Source: an optimization exercise on an open RTL-to-GDS flow (aim: small area, a short achievable clock period and few clock cycles per item). Production flows keep margins and buffers that such runs may drop.
In this exercise RTL edits were held to simulation tests only and were not proved equivalent to the original.
Power is estimated from default activity; no workload was simulated.

## de_sha2_core
module de_sha2_core (
    input  wire         clk,
    input  wire         rst,           
    input  wire         in_valid,
    output wire         in_ready,
    input  wire [31:0]  in_data,
    input  wire         in_last,       
    input  wire         in_mode,       
    output wire         out_valid,
    input  wire         out_ready,
    output wire [255:0] out_digest
);
Size in the first run: ~3900 cells after synthesis, ~1100 flip-flops, ~300 I/O pins.
clock: 10.0 ns
lec_check: 0
abc_area: 1
cap_margin: 20
core_margin: 2
core_utilization: 55
cts_buf_list: sky130_fd_sc_hd__clkbuf_16
cts_cluster_diameter: 60
cts_cluster_size: 25
place_density: 0.68
setup_slack_margin: 5.0
slew_margin: 20
synth_hierarchical: 1
synth_minimum_keep_size: 0
standard.sh (not shown) runs the stock make flow with config.mk's settings and CLKGATE_MAP_FILE= SYNTH_SCRIPT=/design/flow/synth_recipe.tcl, a recipe that flattens the netlist after the stock synthesis.
==> flow/flow/run.sh <==
#!/bin/bash
# Layout flow: the standard ORFS layout (standard.sh, unchanged synthesis,
# floorplan, power grid, placement, CTS and routing) with two settings passed
# to ORFS through its own environment variables:
#  - the port buffers that ORFS inserts on every input and output use
#    sky130_fd_sc_hd__buf_1 instead of the cell buffer_ports picks by default;
#  - clock tree synthesis runs with the same options as the standard flow
#    (sink clustering, clock net repair, clkbuf_16, clusters of at most 25
#    sinks within 60 um) but without dummy loads.
# Every tool's output goes to standard.log here; ORFS also keeps its per-step
# logs under orfs/logs.
set -euo pipefail
cd "$(dirname "$0")/.."
export BUFFER_PORTS_ARGS="-buffer_cell sky130_fd_sc_hd__buf_1"
export CTS_ARGS="-sink_clustering_enable -repair_clock_nets -sink_clustering_size 25 -sink_clustering_max_diameter 60 -buf_list sky130_fd_sc_hd__clkbuf_16 -dont_use_dummy_load"
bash standard.sh > standard.log 2>&1
Testbench counts at the start, summed over its fixed seeds: cycles 66,376, blocks 952.
Rerun with:
==> flow/flow/run.sh (replaced) <==
#!/bin/bash
# Layout flow: the standard ORFS layout (standard.sh, unchanged synthesis,
# floorplan, power grid, placement, CTS and routing) with two settings passed
# to ORFS through its own environment variables:
#  - the port buffers that ORFS inserts on every input and output use
#    sky130_fd_sc_hd__buf_1 instead of the cell buffer_ports picks by default;
#  - clock tree synthesis runs with the same options as the standard flow
#    (sink clustering, clock net repair, clkbuf_16, clusters of at most 28
#    sinks within 70 um) but without dummy loads.
# Every tool's output goes to standard.log here; ORFS also keeps its per-step
# logs under orfs/logs.
set -euo pipefail
cd "$(dirname "$0")/.."
export BUFFER_PORTS_ARGS="-buffer_cell sky130_fd_sc_hd__buf_1"
export CTS_ARGS="-sink_clustering_enable -repair_clock_nets -sink_clustering_size 28 -sink_clustering_max_diameter 70 -buf_list sky130_fd_sc_hd__clkbuf_16 -dont_use_dummy_load"
bash standard.sh > standard.log 2>&1
- CORE_UTILIZATION: 55 -> 60
- CTS_CLUSTER_DIAMETER: 60 -> 70
- CTS_CLUSTER_SIZE: 25 -> 28
- PLACE_DENSITY: 0.68 -> 0.72
Outcome: Final cell count came out lower by 2.5%. Routed wire length came out lower by 2.7%. Clock skew came out lower by 0.026 ns. Global-route usage came out higher by 2.0 points. First-iteration DRC count came out higher by 30%.
Rerun with:
==> flow/flow/run.sh (replaced) <==
#!/bin/bash
# Layout flow: the standard ORFS layout (standard.sh, unchanged synthesis,
# floorplan, power grid, placement, CTS and routing) with two settings passed
# to ORFS through its own environment variables:
#  - the port buffers that ORFS inserts on every input and output use
#    sky130_fd_sc_hd__buf_1 instead of the cell buffer_ports picks by default;
#  - clock tree synthesis runs with the same options as the standard flow
#    (sink clustering, clock net repair, clkbuf_16, clusters of at most 32
#    sinks within 75 um) but without dummy loads.
# Every tool's output goes to standard.log here; ORFS also keeps its per-step
# logs under orfs/logs.
set -euo pipefail
cd "$(dirname "$0")/.."
export BUFFER_PORTS_ARGS="-buffer_cell sky130_fd_sc_hd__buf_1"
export CTS_ARGS="-sink_clustering_enable -repair_clock_nets -sink_clustering_size 32 -sink_clustering_max_diameter 75 -buf_list sky130_fd_sc_hd__clkbuf_16 -dont_use_dummy_load"
bash standard.sh > standard.log 2>&1
- CORE_UTILIZATION: 60 -> 64
- CTS_CLUSTER_DIAMETER: 70 -> 75
- CTS_CLUSTER_SIZE: 28 -> 32
- PLACE_DENSITY: 0.72 -> 0.76
Result: Worst setup slack gets worse by 0.029 ns; count of clock-buffer cells in the layout goes down by 5; clock power goes down by about 5%; clock skew came out lower by 0.0063 ns; synthesized cell count stays the same; combinational power hardly moves; via count came out higher by 1.0%; wire length came out lower by 0.85%; fmax falls by 0.58%; final cell count goes down by 0.65%; total power went down by 0.42%.
Rerun with:
- CORE_UTILIZATION: 64 -> 60
- PLACE_DENSITY: 0.76 -> 0.72
After rerunning: First-iteration DRC count drops by 3.2%. Combinational power drops by about 0.6%. Global-route usage drops by 2.3 points. Power stays flat. Cell area is about the same. Area after synthesis stays the same. Worst setup slack improves by 0.073 ns. Maximum frequency climbs by 1.5%. Worst hold slack improves by 0.038 ns. Die area climbs by 6.6%. Register-to-register slack improves by 0.07 ns.
Rerun with:
==> flow/flow/run.sh (replaced) <==
#!/bin/bash
# Layout flow: the standard ORFS layout (standard.sh, unchanged synthesis,
# floorplan, power grid, placement, CTS and routing) with two settings passed
# to ORFS through its own environment variables:
#  - the port buffers that ORFS inserts on every input and output use
#    sky130_fd_sc_hd__buf_1 instead of the cell buffer_ports picks by default;
#  - clock tree synthesis runs with the same options as the standard flow
#    (sink clustering, clock net repair, clkbuf_16, clusters of at most 25
#    sinks within 60 um) but without dummy loads.
# Every tool's output goes to standard.log here; ORFS also keeps its per-step
# logs under orfs/logs.
set -euo pipefail
cd "$(dirname "$0")/.."
export BUFFER_PORTS_ARGS="-buffer_cell sky130_fd_sc_hd__buf_1"
export CTS_ARGS="-sink_clustering_enable -repair_clock_nets -sink_clustering_size 25 -sink_clustering_max_diameter 60 -buf_list sky130_fd_sc_hd__clkbuf_16 -dont_use_dummy_load"
bash standard.sh > standard.log 2>&1
- CTS_CLUSTER_DIAMETER: 75 -> 60
- CTS_CLUSTER_SIZE: 32 -> 25
What happened:
- global-route usage is higher by 0.50 points
- maximum frequency is lower by 0.44%
- wire length is higher by 1.1%
- power is higher by 2.9%
- synthesized cell count stays the same
- setup slack loses 0.022 ns

-- what the ideal ports hide --
Ports are ideal in the flow. The routed layouts listed here were re-timed in OpenROAD. Step 1 sets driving cells, clkbuf_16 on the clock port and buf_2 on the other inputs (assumed; they add their load-dependent delay and slew). Step 2 moves the port delays by t, midway between the first and last clock arrival at a register: inputs arrive t later, outputs are due t later. That takes back most of the time a late clock gives input paths. Three values: no drivers, after step 1, after step 2; two values: the first two.
run | shift t [ns] | setup WS [ns] | cell pins on the clock port's net
the first run | 0.686 | 5.052 / 5.052 / 5.052 | 1
the second run | 0.694 | 5.067 / 5.067 / 5.067 | 1
the third run | 0.686 | 5.039 / 5.039 / 5.039 | 1
the fourth run | 0.686 | 5.112 / 5.112 / 5.112 | 1
the fifth run | 0.687 | 5.090 / 5.090 / 5.090 | 1
After both steps every run listed still meets setup and hold.
